What follows belongs to an exercise in optimizing a design on an open flow for small area; a production flow would make more cautious choices.
Only simulation tests tie the RTL to the original design; equivalence was not proved.
No activity file was given, so power comes from the tool's default toggle rates.

### run.sh
#!/bin/bash
# synth_recipe.tcl (not shown) runs the flow's synth.tcl, then flattens the netlist and writes it again
# the make line also repeats each setting of config.mk as NAME=value (left out here)
make -C /OpenROAD-flow-scripts/flow DESIGN_CONFIG=/design/flow/config.mk WORK_HOME=/design/flow/orfs CLKGATE_MAP_FILE= SYNTH_SCRIPT=/design/flow/synth_recipe.tcl finish
### config.mk
export PLATFORM = sky130hd
export DESIGN_NAME = pwm_gen
export DESIGN_NICKNAME = pwm_gen
export VERILOG_FILES = /design/flow/design.v
export SDC_FILE = /design/flow/constraint.sdc
export NUM_CORES = 8
export LEC_CHECK = 0
export CAP_MARGIN = 20
export CORE_MARGIN = 2
export CORE_UTILIZATION = 40
export SLEW_MARGIN = 20
### constraint.sdc
create_clock -name core_clock -period 30.0 [get_ports {clk}]
set_input_delay 6.0000 -clock core_clock [delete_from_list [all_inputs] [get_ports {clk}]]
set_output_delay 6.0000 -clock core_clock [all_outputs]
set_load 0.01 [all_outputs]
### design.v
module pwm_chan (
    input             clk,
    input             rst,
    input             key_load,
    input             wr,
    input             rd,
    input      [3:0]  regsel,
    input      [31:0] wdata,
    input      [15:0] fw_new,      
    input             fw_over,     
    output reg [31:0] rval,
    output     [15:0] hard,        
    output     [15:0] o_cd,
    output     [15:0] o_sl,
    output     [23:0] o_per,
    output     [23:0] o_psh,
    output     [23:0] o_plt,
    output            o_late,
    input      [23:0] m1,
    input      [23:0] m2,
    input             dbg_halt,
    input             fence,
    input             inline_ok,
    input             flt_hold,
    input             flt_trip,
    input             g3_clear,
    input      [15:0] isense,
    input      [15:0] vsense,
    input             swn,
    input      [3:0]  ton_all,
    output reg        gh,
    output reg        gl,
    output reg        ton,
    output reg        fault_req
);
    localparam [3:0] R_CTRL = 4'h0, R_STATUS = 4'h1, R_PER = 4'h2, R_RISE = 4'h3,
                     R_FALL = 4'h4, R_DT = 4'h5, R_LIM = 4'h6, R_DUTY = 4'h7,
                     R_SLEW = 4'h8, R_SENSE = 4'h9, R_ILIM = 4'ha, R_VLIM = 4'hb,
                     R_COUNT = 4'hc, R_COUNT1 = 4'hd;
    reg        arm, stretch, adapt;
    reg [1:0]  mode;
    reg [28:0] per_r, rise_r, fall_r;
    reg [7:0]  dt_rise, dt_fall, dt_margin, dt_last;
    reg [7:0]  dt_min, min_pulse;
    reg [1:0]  safe;
    reg [2:0]  blank_src;
    reg        blank_en;
    reg [15:0] max_duty, fw_max_duty, duty_slew;
    reg [9:0]  blank;
    reg [8:0]  filt;
    reg [15:0] i_lim, fw_i_lim, v_lim, fw_v_lim;
    reg [15:0] short_cnt, late_cnt, swn_miss, g3_trips;
    reg        st_late, st_clamp, st_oc, st_ov, st_mref;
    reg [23:0] sh_p, sh_rise, alt_fall;
    reg [23:0] lt_p, lt_rise;
    reg        lt_v;
    reg [23:0] a_sh, s_sh, a_lt, s_lt, b_acc;
    reg [2:0]  b_st;
    reg        running;
    reg [23:0] rem, tq, on_pend;
    reg [1:0]  phase;            
    reg        full_q, soft_q;
    reg [16:0] dstate;
    reg        g3_hold;
    wire hold   = ~arm | g3_hold | flt_hold | fence | ~inline_ok | dbg_halt | key_load;
    wire run_ok = ~hold;
    wire period_end = running && (rem == 24'd1);
    wire reload     = run_ok && (!running || period_end);
    wire commit     = wr && regsel == R_FALL;
    wire late       = running && (rem <= 24'd5);
    wire xfer       = reload && lt_v;
    wire [23:0] P  = sh_p;
    wire [23:0] R  = sh_rise;
    wire [23:0] F  = lt_v ? alt_fall : fall_r[23:0];
    wire [1:0]  m  = (mode == 2'd3) ? 2'd0 : mode;
    wire        f_ge_p = (F >= P);
    wire        r_ge_p = (R >= P);
    wire [23:0] sub_a  = (m == 2'd2) ? P : F;
    wire [23:0] sub_b  = (m == 2'd2) ? F : R;
    wire [24:0] sub_d  = {1'b0, sub_a} - {1'b0, sub_b};
    wire [23:0] con_d  = sub_d[24] ? 24'd0 : sub_d[23:0];
    reg        full;
    reg [23:0] cs, con;
    always @(*) begin
        case (m)
            2'd1: begin
                full = f_ge_p;
                cs   = 24'd0;
                con  = full ? P : F;
            end
            2'd2: begin
                full = (F == 24'd0);
                cs   = 24'd0;
                con  = full ? P : con_d;
            end
            default: begin
                full = r_ge_p || f_ge_p;
                cs   = full ? 24'd0 : R;
                con  = full ? P : con_d;
            end
        endcase
    end
    wire [16:0] sl     = (duty_slew == 16'd0)    ? 17'd1 :
                         (duty_slew == 16'hffff) ? 17'h10000 : {1'b0, duty_slew};
    wire [17:0] dsum   = (running ? {1'b0, dstate} : 18'd0) + {1'b0, sl};
    wire [16:0] dn     = (dsum >= 18'h10000) ? 17'h10000 : dsum[16:0];
    wire [17:0] dnx    = {1'b0, dstate} + {1'b0, sl};       
    wire        dnx_full = dnx[17] | dnx[16];
    wire [23:0] lim_a  = a_sh;
    wire [23:0] lim_b  = running ? (dnx_full ? P : b_acc) : s_sh;
    wire        a_lt_c = (lim_a < con);
    wire        b_lt_c = (lim_b < con);
    wire        a_lt_b = (lim_a < lim_b);
    wire [23:0] lim_cs = a_lt_b ? lim_a : lim_b;
    wire [23:0] on0    = (a_lt_c || b_lt_c) ? lim_cs : con;
    wire        clamp  = a_lt_c;
    wire        slew_cut = b_lt_c;
    wire [7:0]  dtr    = (dt_rise < dt_min) ? dt_min : dt_rise;
    wire [7:0]  dtf    = (dt_fall < dt_min) ? dt_min : dt_fall;
    wire [7:0]  mp1    = (min_pulse == 8'd0) ? 8'd1 : min_pulse;
    wire [8:0]  st_on  = {1'b0, dtr} + {1'b0, mp1};
    wire        on0_z  = (on0 == 24'd0);
    wire        is_short = !on0_z && (on0 < {15'd0, st_on});
    wire [24:0] cs_st  = {1'b0, cs} + {16'd0, st_on};
    wire        can_stretch = stretch && ({15'd0, st_on} <= lim_cs) &&
                              (cs_st <= {1'b0, P});
    wire [23:0] on_n   = !is_short ? on0 : (can_stretch ? {15'd0, st_on} : 24'd0);
    wire        on_z   = on0_z || (is_short && !can_stretch);
    wire        cs_z   = (m != 2'd0) || full || (R == 24'd0);
    wire H = phase[1];
    reg       h_q;
    reg [7:0] re_q, fe_q, xe_q;
    reg       xing_q, miss_q, fph_q;
    wire       h_rise  = H && !h_q;
    wire       h_fall  = !H && h_q;
    wire [7:0] re_cur  = h_rise ? 8'd0 : ((re_q == 8'hff) ? re_q : re_q + 8'd1);
    wire [7:0] fe_cur  = h_fall ? 8'd0 : ((fe_q == 8'hff) ? fe_q : fe_q + 8'd1);
    wire       fph_cur  = h_fall ? 1'b1 : (H ? 1'b0 : fph_q);
    wire       adapt_en = adapt && fph_cur;
    wire       xing_prev = h_fall ? 1'b0 : xing_q;
    wire       miss_prev = h_fall ? 1'b0 : miss_q;
    wire       xing_new = adapt_en && !H && swn && !xing_prev && !miss_prev &&
                          (fe_cur < dtf);
    wire       xing_cur = xing_prev || xing_new;
    wire [7:0] xe_cur   = xing_new ? fe_cur : xe_q;
    wire [8:0] xm       = {1'b0, xe_cur} + {1'b0, dt_margin};
    wire [7:0] xm_hi    = (xm > {1'b0, dtf}) ? dtf : xm[7:0];
    wire [7:0] tgt      = (adapt_en && xing_cur) ?
                          ((xm_hi < dt_min) ? dt_min : xm_hi) : dtf;
    wire       miss_new = adapt_en && !H && !xing_cur && !miss_prev && (fe_cur == dtf);
    wire gh_n = run_ok && H && (re_cur >= dtr);
    wire gl_n = run_ok && !H && (fe_cur >= tgt);
    wire        ci   = (isense[15:4] >= fw_i_lim[15:4]);
    wire        cv   = (vsense[15:4] >= fw_v_lim[15:4]);
    reg  [9:0] bc, ho;
    reg  [8:0] fci, fcv;
    wire [9:0] blank_eff = (blank > 10'd800) ? 10'd800 : blank;
    wire [8:0] filt_eff  = (filt == 9'd0) ? 9'd1 : ((filt > 9'd400) ? 9'd400 : filt);
    wire       src_ton   = !blank_src[2] && ton_all[blank_src[1:0]];
    wire       start_win = blank_en && src_ton && (bc == 10'd0) &&
                           (ho == 10'd0) && (blank_eff != 10'd0);
    wire       blanked   = start_win || (bc != 10'd0);
    wire       det_i     = ci && !blanked && (fci + 9'd1 == filt_eff);
    wire       det_v     = cv && !blanked && (fcv + 9'd1 == filt_eff);
    wire       trip      = det_i || det_v || flt_trip;
    wire       first_trip = trip && !g3_hold && !flt_hold;
    wire we_ctrl  = wr && regsel == R_CTRL;
    wire we_stat  = wr && regsel == R_STATUS;
    wire we_dt    = wr && regsel == R_DT;
    wire kl_we    = wr && key_load;
    wire we_duty  = wr && regsel == R_DUTY;
    wire we_ilim  = wr && regsel == R_ILIM;
    wire we_vlim  = wr && regsel == R_VLIM;
    wire we_slew  = kl_we && regsel == R_SLEW;
    wire rd_count  = rd && regsel == R_COUNT;
    wire rd_count1 = rd && regsel == R_COUNT1;
    wire inc_short = reload && is_short;
    wire inc_late  = commit && late;
    wire inc_miss  = run_ok && miss_new;
    wire inc_trips = first_trip;
    assign hard  = (regsel == R_DUTY) ? max_duty : ((regsel == R_ILIM) ? i_lim : v_lim);
    assign o_cd  = fw_max_duty;
    assign o_sl  = duty_slew;
    assign o_per = per_r[23:0];
    assign o_psh = xfer ? lt_p : sh_p;
    assign o_plt = lt_p;
    assign o_late = late;
    always @(posedge clk) begin
        if (rst) begin
            arm <= 1'b0; mode <= 2'd0; stretch <= 1'b0; adapt <= 1'b0;
            per_r <= 29'd0; rise_r <= 29'd0; fall_r <= 29'd0;
            sh_p <= 24'd16; sh_rise <= 24'd0; lt_v <= 1'b0;
            dt_rise <= 8'd0; dt_fall <= 8'd0; dt_margin <= 8'd0; dt_last <= 8'd0;
            dt_min <= 8'd0; min_pulse <= 8'd0; safe <= 2'd0;
            blank_src <= 3'd0; blank_en <= 1'b0;
            max_duty <= 16'd0; fw_max_duty <= 16'd0; duty_slew <= 16'd0;
            blank <= 10'd0; filt <= 9'd0;
            i_lim <= 16'd0; fw_i_lim <= 16'd0; v_lim <= 16'd0; fw_v_lim <= 16'd0;
            short_cnt <= 16'd0; late_cnt <= 16'd0; swn_miss <= 16'd0; g3_trips <= 16'd0;
            st_late <= 1'b0; st_clamp <= 1'b0; st_oc <= 1'b0; st_ov <= 1'b0; st_mref <= 1'b0;
            a_sh <= 24'd0; s_sh <= 24'd0;
        end else begin
            if (we_ctrl) begin
                arm     <= wdata[0];
                stretch <= wdata[3];
                adapt   <= wdata[4];
                if (!arm) mode <= wdata[2:1];
            end
            if (dbg_halt) arm <= 1'b0;
            if (wr && regsel == R_PER)  per_r  <= wdata[28:0];
            if (wr && regsel == R_RISE) rise_r <= wdata[28:0];
            if (commit) fall_r <= wdata[28:0];
            if (commit && !late) begin
                sh_p    <= (per_r[23:4] == 20'd0) ? 24'd16 : per_r[23:0];
                sh_rise <= rise_r[23:0];
                lt_v    <= 1'b0;
            end else if (xfer) begin
                sh_p    <= lt_p;
                sh_rise <= lt_rise;
                lt_v    <= commit;
            end else if (commit) begin
                lt_v    <= 1'b1;
            end
            if (commit && !late)  a_sh <= m1;
            else if (we_duty)     a_sh <= m1;
            else if (xfer)        a_sh <= a_lt;
            if (commit && !late)  s_sh <= m2;
            else if (we_slew)     s_sh <= m1;
            else if (xfer)        s_sh <= s_lt;
            if (we_dt) begin
                dt_rise   <= wdata[7:0];
                dt_fall   <= wdata[15:8];
                dt_margin <= wdata[23:16];
            end
            if (run_ok) begin
                if (xing_new) dt_last <= fe_cur;
                else if (miss_new) dt_last <= 8'hff;
            end
            if (kl_we) begin
                case (regsel)
                    R_LIM: begin
                        dt_min    <= wdata[7:0];
                        min_pulse <= wdata[15:8];
                        safe      <= wdata[17:16];
                        blank_src <= wdata[22:20];
                        blank_en  <= wdata[23];
                    end
                    R_DUTY:  max_duty  <= wdata[15:0];
                    R_SLEW:  duty_slew <= wdata[15:0];
                    R_SENSE: begin
                        blank <= wdata[9:0];
                        filt  <= wdata[24:16];
                    end
                    R_ILIM:  i_lim <= wdata[15:0];
                    R_VLIM:  v_lim <= wdata[15:0];
                    default: ;
                endcase
            end
            if (we_duty) fw_max_duty <= fw_new;
            if (we_ilim) fw_i_lim    <= fw_new;
            if (we_vlim) fw_v_lim    <= fw_new;
            if (we_stat) begin
                if (wdata[2])  st_late  <= 1'b0;
                if (wdata[4])  st_clamp <= 1'b0;
                if (wdata[8])  st_oc    <= 1'b0;
                if (wdata[9])  st_ov    <= 1'b0;
                if (wdata[10]) st_mref  <= 1'b0;
            end
            if (inc_late) st_late <= 1'b1;
            if ((reload && clamp) || ((we_duty || we_ilim || we_vlim) && fw_over)) st_clamp <= 1'b1;
            if (det_i) st_oc <= 1'b1;
            if (det_v) st_ov <= 1'b1;
            if (we_ctrl && arm && wdata[2:1] != mode) st_mref <= 1'b1;
            if (rd_count) begin
                short_cnt <= {15'd0, inc_short};
                late_cnt  <= {15'd0, inc_late};
            end else begin
                if (inc_short && short_cnt != 16'hffff) short_cnt <= short_cnt + 16'd1;
                if (inc_late  && late_cnt  != 16'hffff) late_cnt  <= late_cnt + 16'd1;
            end
            if (rd_count1) begin
                swn_miss <= {15'd0, inc_miss};
                g3_trips <= {15'd0, inc_trips};
            end else begin
                if (inc_miss  && swn_miss != 16'hffff) swn_miss <= swn_miss + 16'd1;
                if (inc_trips && g3_trips != 16'hffff) g3_trips <= g3_trips + 16'd1;
            end
        end
    end
    always @(posedge clk) begin
        if (commit && late) begin
            lt_p     <= (per_r[23:4] == 20'd0) ? 24'd16 : per_r[23:0];
            lt_rise  <= rise_r[23:0];
            alt_fall <= (lt_v && !reload) ? alt_fall : fall_r[23:0];
            a_lt     <= m1;
            s_lt     <= m2;
        end else begin
            if (we_duty) a_lt <= m2;
            if (we_slew) s_lt <= m2;
        end
    end
    wire [3:0]  b_nib = (b_st[1:0] == 2'd0) ? dnx[3:0] :
                        (b_st[1:0] == 2'd1) ? dnx[7:4] :
                        (b_st[1:0] == 2'd2) ? dnx[11:8] : dnx[15:12];
    wire [27:0] b_sum = {4'd0, b_acc} + {4'd0, sh_p} * b_nib;
    always @(posedge clk) begin
        if (reload || (commit && !late)) begin
            b_st  <= 3'd0;
            b_acc <= 24'd0;
        end else if (!b_st[2]) begin
            b_st  <= b_st + 3'd1;
            b_acc <= b_sum[27:4];
        end
    end
    always @(posedge clk) begin
        if (hold) begin
            dstate  <= 17'd0;
            full_q  <= 1'b0;
            soft_q  <= 1'b0;
            phase   <= 2'd0;
        end else if (reload) begin
            rem     <= P;
            full_q  <= full;
            soft_q  <= slew_cut;
            dstate  <= dn;
            if (on_z) begin
                phase <= 2'd0;
            end else if (cs_z) begin
                phase <= 2'd2;
                tq    <= on_n;
            end else begin
                phase   <= 2'd1;
                tq      <= cs;
                on_pend <= on_n;
            end
        end else begin
            rem <= rem - 24'd1;
            if (phase == 2'd1) begin
                if (tq == 24'd1) begin
                    phase <= 2'd2;
                    tq    <= on_pend;
                end else begin
                    tq    <= tq - 24'd1;
                end
            end else if (phase == 2'd2) begin
                if (tq == 24'd1) phase <= 2'd0;
                else             tq    <= tq - 24'd1;
            end
        end
        if (rst) phase <= 2'd0;
    end
    always @(posedge clk) begin
        if (rst) begin
            running <= 1'b0;
            gh <= 1'b0; gl <= 1'b0; ton <= 1'b0; fault_req <= 1'b0;
            bc <= 10'd0; ho <= 10'd0; fci <= 9'd0; fcv <= 9'd0; g3_hold <= 1'b0;
        end else begin
            if (hold)        running <= 1'b0;
            else if (reload) running <= 1'b1;
            gh  <= gh_n;
            gl  <= gl_n;
            ton <= (gh_n && !gh) || (gl_n && !gl);
            fault_req <= first_trip;
            if (start_win) begin
                bc <= blank_eff - 10'd1;
                if (blank_eff == 10'd1) ho <= 10'd800;
            end else if (bc != 10'd0) begin
                bc <= bc - 10'd1;
                if (bc == 10'd1) ho <= 10'd800;
            end else if (ho != 10'd0) begin
                ho <= ho - 10'd1;
            end
            if (ci && !blanked) begin
                if (fci != filt_eff) fci <= fci + 9'd1;
            end else begin
                fci <= 9'd0;
            end
            if (cv && !blanked) begin
                if (fcv != filt_eff) fcv <= fcv + 9'd1;
            end else begin
                fcv <= 9'd0;
            end
            if (det_i || det_v) g3_hold <= 1'b1;
            else if (g3_clear) g3_hold <= 1'b0;
        end
    end
    always @(posedge clk) begin
        if (hold) begin
            h_q <= 1'b0; re_q <= 8'd0; fe_q <= 8'd0; xe_q <= 8'd0;
            xing_q <= 1'b0; miss_q <= 1'b0; fph_q <= 1'b0;
        end else begin
            h_q    <= H;
            re_q   <= re_cur;
            fe_q   <= fe_cur;
            xe_q   <= xe_cur;
            xing_q <= xing_cur;
            miss_q <= miss_prev || miss_new;
            fph_q  <= fph_cur;
        end
    end
    wire [1:0] state = !arm ? 2'd0 : (hold ? 2'd1 : ((running && soft_q) ? 2'd2 : 2'd3));
    wire       h_g3  = g3_hold || flt_hold;
    always @(*) begin
        case (regsel)
            R_CTRL:   rval = {27'd0, adapt, stretch, mode, arm};
            R_STATUS: rval = {21'd0, st_mref, st_ov, st_oc,
                              !inline_ok, fence, h_g3,
                              st_clamp, running && full_q, st_late, state};
            R_PER:    rval = {3'd0, per_r};
            R_RISE:   rval = {3'd0, rise_r};
            R_FALL:   rval = {3'd0, fall_r};
            R_DT:     rval = {dt_last, dt_margin, dt_fall, dt_rise};
            R_LIM:    rval = {8'd0, blank_en, blank_src, 2'd0, safe, min_pulse, dt_min};
            R_DUTY:   rval = {fw_max_duty, max_duty};
            R_SLEW:   rval = {16'd0, duty_slew};
            R_SENSE:  rval = {7'd0, filt, 6'd0, blank};
            R_ILIM:   rval = {fw_i_lim, i_lim};
            R_VLIM:   rval = {fw_v_lim, v_lim};
            R_COUNT:  rval = {late_cnt, short_cnt};
            R_COUNT1: rval = {g3_trips, swn_miss};
            default:  rval = 32'd0;
        endcase
    end
endmodule
module pwm_gen (
    input             clk,
    input             rst,
    input             key_load,      
    input             wr,
    input             rd,
    input      [9:0]  addr,
    input      [31:0] wdata,
    output reg [31:0] rdata,         
    input             dbg_halt,
    input      [3:0]  fence,
    input      [3:0]  inline_ok,
    input      [3:0]  g3_clear,
    input      [63:0] isense,        
    input      [63:0] vsense,
    input      [3:0]  swn,
    input      [3:0]  flt_in,
    output     [3:0]  gh,
    output     [3:0]  gl,
    output     [3:0]  fault_req
);
    wire       in_chan = (addr[9:8] == 2'b00);
    wire [2:0] ch      = addr[8:6];
    wire [3:0] regsel  = addr[5:2];
    wire       g_map   = (addr[9:2] == 8'h80);
    wire       g_flt   = (addr[9:2] == 8'h81);
    wire       g_glob  = (addr[9:2] == 8'h82);
    reg [15:0] flt_map;      
    reg [3:0]  pol, act, latch;
    reg [4:0]  fcnt [0:3];
    reg [15:0] flt_events;
    reg        dbg_safe;
    reg [3:0]  act_n, activ;
    integer i;
    always @(*) begin
        for (i = 0; i < 4; i = i + 1) begin
            act_n[i] = act[i];
            if ((flt_in[i] == pol[i]) != act[i] && fcnt[i] == 5'd31)
                act_n[i] = ~act[i];
            activ[i] = act_n[i] && !act[i];
        end
    end
    wire [2:0] n_activ = {2'd0, activ[0]} + {2'd0, activ[1]} +
                         {2'd0, activ[2]} + {2'd0, activ[3]};
    wire [16:0] ev_sum = {1'b0, flt_events} + {14'd0, n_activ};
    wire        rd_flt = rd && g_flt;
    always @(posedge clk) begin
        if (rst) begin
            flt_map <= 16'd0; pol <= 4'd0; act <= 4'd0; latch <= 4'd0;
            flt_events <= 16'd0; dbg_safe <= 1'b0;
            for (i = 0; i < 4; i = i + 1) fcnt[i] <= 5'd0;
        end else begin
            for (i = 0; i < 4; i = i + 1) begin
                if ((flt_in[i] == pol[i]) != act[i] && fcnt[i] != 5'd31)
                    fcnt[i] <= fcnt[i] + 5'd1;
                else
                    fcnt[i] <= 5'd0;
            end
            act <= act_n;
            if (wr && key_load && g_map)
                flt_map <= {wdata[27:24], wdata[19:16], wdata[11:8], wdata[3:0]};
            if (wr && key_load && g_flt) pol <= wdata[3:0];
            latch <= (wr && g_flt) ? ((latch & ~(wdata[11:8] & ~act)) | activ)
                                   : (latch | activ);
            if (rd_flt)
                flt_events <= {13'd0, n_activ};
            else
                flt_events <= ev_sum[16] ? 16'hffff : ev_sum[15:0];
            if (wr && g_glob && wdata[3]) dbg_safe <= 1'b0;
            if (dbg_halt) dbg_safe <= 1'b1;
        end
    end
    wire [3:0] fhold_src = latch | act;
    reg  [3:0] flt_hold, flt_trip;
    always @(*) begin
        flt_hold = 4'd0;
        flt_trip = 4'd0;
        for (i = 0; i < 4; i = i + 1) begin
            if (fhold_src[i]) flt_hold = flt_hold | flt_map[4*i +: 4];
            if (activ[i])     flt_trip = flt_trip | flt_map[4*i +: 4];
        end
    end
    wire [1:0]  w      = ch[1:0];
    wire        cw     = wr && in_chan;
    wire        is_commit = cw && regsel == 4'h4;
    wire        is_duty   = cw && regsel == 4'h7;
    wire [15:0] hard   [0:3];
    wire [15:0] o_cd   [0:3];
    wire [15:0] o_sl   [0:3];
    wire [23:0] o_per  [0:3];
    wire [23:0] o_psh  [0:3];
    wire [23:0] o_plt  [0:3];
    wire [3:0]  o_late;
    wire [15:0] hard_w  = key_load ? wdata[15:0] : hard[w];
    wire        fw_over = (wdata[31:16] > hard_w);
    wire [15:0] fw_new  = fw_over ? hard_w : wdata[31:16];
    wire [15:0] sl_w    = o_sl[w];
    wire [15:0] sl_wm   = (sl_w == 16'd0) ? 16'd1 : sl_w;
    wire [15:0] sl_d    = (wdata[15:0] == 16'd0) ? 16'd1 : wdata[15:0];
    wire [23:0] per_w   = o_per[w];
    wire [23:0] p_new   = (per_w[23:4] == 20'd0) ? 24'd16 : per_w;
    wire [15:0] x1 = is_commit ? o_cd[w] : (is_duty ? fw_new : sl_d);
    wire [15:0] x2 = is_commit ? sl_wm   : (is_duty ? fw_new : sl_d);
    wire [23:0] y1 = is_commit ? p_new : o_psh[w];
    wire [23:0] y2 = is_commit ? p_new : o_plt[w];
    wire [39:0] pr1 = x1 * y1;
    wire [39:0] pr2 = x2 * y2;
    wire [23:0] m1 = (x1 == 16'hffff) ? y1 : pr1[39:16];
    wire [23:0] m2 = (x2 == 16'hffff) ? y2 : pr2[39:16];
    wire [31:0] rval [0:3];
    wire [3:0]  ton;
    genvar k;
    generate
        for (k = 0; k < 4; k = k + 1) begin : g_ch
            pwm_chan u_ch (
                .clk       (clk),
                .rst       (rst),
                .key_load  (key_load),
                .wr        (cw && w == k),
                .rd        (rd && in_chan && w == k),
                .regsel    (regsel),
                .wdata     (wdata),
                .fw_new    (fw_new),
                .fw_over   (fw_over),
                .rval      (rval[k]),
                .hard      (hard[k]),
                .o_cd      (o_cd[k]),
                .o_sl      (o_sl[k]),
                .o_per     (o_per[k]),
                .o_psh     (o_psh[k]),
                .o_plt     (o_plt[k]),
                .o_late    (o_late[k]),
                .m1        (m1),
                .m2        (m2),
                .dbg_halt  (dbg_halt),
                .fence     (fence[k]),
                .inline_ok (inline_ok[k]),
                .flt_hold  (flt_hold[k]),
                .flt_trip  (flt_trip[k]),
                .g3_clear  (g3_clear[k]),
                .isense    (isense[16*k +: 16]),
                .vsense    (vsense[16*k +: 16]),
                .swn       (swn[k]),
                .ton_all   (ton),
                .gh        (gh[k]),
                .gl        (gl[k]),
                .ton       (ton[k]),
                .fault_req (fault_req[k])
            );
        end
    endgenerate
    always @(posedge clk) begin
        if (rst) begin
            rdata <= 32'd0;
        end else if (rd) begin
            if (in_chan)
                rdata <= (regsel <= 4'hd) ? rval[ch[1:0]] : 32'd0;
            else if (g_map)
                rdata <= {4'd0, flt_map[15:12], 4'd0, flt_map[11:8], 4'd0, flt_map[7:4], 4'd0, flt_map[3:0]};
            else if (g_flt)
                rdata <= {flt_events, 4'd0, latch, act, pol};
            else if (g_glob)
                rdata <= {28'd0, dbg_safe, 3'd0};
            else
                rdata <= 32'd0;
        end
    end
endmodule
==> impl_metrics.ini <==
[placed_design]
port-buffer-count = 205
dp_hpwl_mm = 898.1
finalWeightedCongestion = 1.090

[clock_tree]
numCtsBuffers = 362
cts-htree-levels = 5
cts.repair.resized = 0
cts-root-buf = clkbuf_16
path_clk_slew_ns = 0.06
post_cts.repair.setup_buffers = 0
cts.path.max_buffers = 4
cts_tree = done
clk_latency_ns = 1.10
cts_sinks = 3117
ctsHoldBuffers = 0

[worst_setup_path]
setup.worst_path.end_class = register
crit_type = input port to register
critPathMaxFanout = 40
crit_slowest_cell = a211oi_1
worst_path_largest_cell_delay_ns = 1.07
arrival_ns = 23.11
cp-start-kind = input port
crit_top_cell = inv_1
reg2regPathDepth = 44
cp.depth = 49
required_ns = 30.88
path_buf_inv = 12
path_delay_family = compound AO/OA/AOI/OAI gates

[sta]
tightest_slew_ns = 1.356
rsz0062_at_grt = no
setup_viol = 0
drv_slew = 0
relSlewSlack_pct = 8.636
timing.final.crit_share_pct = 74.10
finalSetupTns_ns = 0
hold_viol = 0
max_freq_mhz = 44.98
period_needed_ns = 22.23
finClkSkew_ns = 0.1307

[global_routing]
antenna_found_initial = 163
overflow = 0
grt_pass1_wl_mm = 1630
gr-usage-all-layers_pct = 39.02
grt_max_degree = 153
grt_pass1_vias = 208800

[pwr]
p_leak_nw = 102.7
max-vdd-ir-drop_mv = 1.325
power_density_nw_per_um2 = 103.5

[min_path]
hp-class = register to register
holdPathStages = 2

[detailed_routing]
detail-route-antenna-nets = 0
vias_per_cell = 6.353
drt_wl_total_mm = 1186
first_pass_iters = 8
drc_errors = 0
detail_route.iter0.violations = 34700
vias = 228500
routedWlPerCell_um = 32.98

[cells_and_area]
utilization_pct = 44.49
final_nets = 30680
area_delta_synth_final_pct = 10.96
top_regs = g_ch.u_ch.fall_r x116, g_ch.u_ch.per_r x116, g_ch.u_ch.rise_r x116
drive_gt1_share_pct = 7.723

[floorplan]
ios = 240
start_util_pct = 40.10
core_area_um2 = 576300
die_w_um = 764.1
rows = 279
die_area_um2 = 583900
chipHeight_um = 764.1

[synth]
synthesis.instances = 28240
syn-cell-area_um2 = 231100
yosysWarningCount = 4
synth-edff-count = 768
syn_area_per_cell_um2 = 8.184
syn_nets = 31090
ys_seq_elements = 3117
synthArstFlopShare_pct = 0
synth_ff_type = dfxtp_1
ys_seq_area_share_pct = 30.33
synth_cell_type_count = 117

[status]
outcome = timing/DRC/antenna clean

[job]
max_cap_violations = 0
==> worst reg2reg max path, delay by kind of cell, from the launching register on <==
kind                       cells  cell delay (ns)
xor gates and xnor gates       1             0.10
DFF                            1             0.31
buffers and inverters          9             1.48
and+or+nand+nor                6             1.67
AOI/OAI and AO/OA             20             8.07
adders and majority gates      8             3.53
==> synth_stat cells, types with 86 or more instances <==
cell type / number / area share [%]
nand2_1: 4785 / 7.8
nor2_1: 2512 / 4.1
a21oi_1: 2491 / 5.4
dfxtp_1: 2349 / 20
ha_1: 1755 / 9.5
inv_1: 1752 / 2.8
clkbuf_1: 1587 / 2.6
fa_1: 900 / 7.8
o21ai_0: 888 / 1.9
edfxtp_1: 768 / 10
nand3_1: 601 / 1.3
xnor2_1: 541 / 2.1
a21o_1: 492 / 1.6
xor2_1: 484 / 1.8
nor3_1: 459 / 0.99
mux2i_1: 439 / 1.9
a22oi_1: 336 / 1.1
nand4_1: 316 / 0.86
and2_1: 302 / 0.82
a211oi_1: 301 / 0.98
a221oi_1: 295 / 1.1
nor2b_1: 294 / 0.80
nor4_1: 251 / 0.68
and3_1: 232 / 0.63
nand2b_1: 229 / 0.62
mux2_2: 219 / 1.1
o21a_1: 204 / 0.66
a311oi_1: 195 / 0.74
a31oi_1: 189 / 0.51
buf_1: 159 / 0.26
a22o_1: 156 / 0.59
or3_1: 133 / 0.36
o211ai_1: 114 / 0.37
mux4_2: 91 / 0.89
a222oi_1: 86 / 0.37
==> metrics by stage <==
| step | instance area (um2) | hold slack, ns | power (mW) | worst slack, ns | std cells |
|---|---|---|---|---|---|
| CTS | 255900 | 0.4500 | 25.44 | 8.409 | 35850 |
| floorplan | 231100 | 0.4175 | 11.68 | 12.81 | 28240 |
| finish | 256400 | 0.4534 | 26.55 | 7.770 | 35960 |
| detailed placement | 243300 | 0.4416 | 20.66 | 7.389 | 35180 |
| global placement | 243300 | 0.4312 | 20.55 | 7.012 | 35170 |
| global route | 256200 | 0.4663 | 26.85 | 7.642 | 35880 |
==> placed cells by master, fill, tap and decap left out, types with 132 or more instances in the layout <==
cell and n:
nand2_1 4764, a21oi_1 2453, nor2_1 2446, dfxtp_1 2342, ha_1 1751, inv_1 1749
fa_1 900, o21ai_0 868, buf_4 830, edfxtp_1 768, nand3_1 595, xnor2_1 541
a21o_1 492, xor2_1 484, nor3_1 451, mux2i_1 432, clkbuf_16 368, a22oi_1 336
nand4_1 316, and2_1 302, nor2b_1 294, a221oi_1 294, a211oi_1 291, nor4_1 244
and3_1 229, nand2b_1 228, mux2_2 219, o21a_1 204, a311oi_1 194, a31oi_1 180
clkdlybuf4s50_1 175, a22o_1 156, or3_1 132
==> cell families after synthesis <==
logic type / Yosys count / share of synthesized area [%]
and+or+nand+nor: 10530 / 20.34
AOI/OAI and AO/OA: 6580 / 18.42
buffers and inverters: 3582 / 5.880
DFF: 3117 / 30.33
adders and majority gates: 2655 / 17.30
xor gates and xnor gates: 1025 / 3.884
muxes: 750 / 3.860
==> worst paths after layout <==
kind                            startpoint                    end  slack, ns
setup / recovery                   addr[3]  g_ch[0].u_ch.a_lt[22]       7.77
setup reg to reg  g_ch[1].u_ch.max_duty[0]  g_ch[0].u_ch.a_lt[22]      14.66
hold / removal       g_ch[2].u_ch.i_lim[0]  g_ch[2].u_ch.i_lim[0]       0.45
hold reg to reg      g_ch[2].u_ch.i_lim[0]  g_ch[2].u_ch.i_lim[0]       0.45
==> power by group <==
group | leakage [nW] | total [mW] | internal (mW) | switching [mW]
combinational | 70.6 | 16.3 | 3.68 | 12.6
clock | 6.16 | 4.79 | 2.72 | 2.07
sequential | 25.9 | 5.50 | 5.40 | 0.101
==> routing by layer <==
| layer | routed length [um] | track usage [%] | vias up |
|---|---|---|---|
| met3 | 166400 | 14.02 | 3427 |
| met5 | 1043 | 0.8281 | - |
| li1 | - | - | 98130 |
| met1 | 460200 | 51.07 | 111500 |
| met4 | 98050 | 26.27 | 56 |
| met2 | 460200 | 53.34 | 15400 |
==> layout make-up <==
type / instances / area [um2]
Inverter: 1764 / 6628
Clock buffer: 525 / 10600
Antenna cell: 99 / 247.7
Clock inverter: 150 / 2008
Multi-Input combinational cell: 21540 / 148800
Timing Repair Buffer: 1040 / 8393
Sequential cell: 3117 / 70100
Tap cell: 7727 / 9668
Fill cell: 57440 / 319900

## port drivers added, routing unchanged
The flow's constraints put no driver on any port. The routed layout listed below was extracted and timed again, unchanged, in two steps. Step 1 assumes that a clkbuf_16 drives the clock port and a buf_2 every other input. Step 2, shift: input delay + t, output delay - t, t = (earliest + latest rising clock arrival at the registers) / 2. This alone moves slack from input paths to output paths. a / b / c = ideal ports / drivers / drivers and shift; a / b = the first two.
t, ns: 1.188
setup WS [ns]: 7.770 / 7.671 / 6.483
slew at the worst register clock pin (ns): 0.07 / 0.07
After both steps this run still meets setup and hold. For this run, drivers alone change the setup slack by -0.099 ns; drivers and shift together by -1.287 ns.
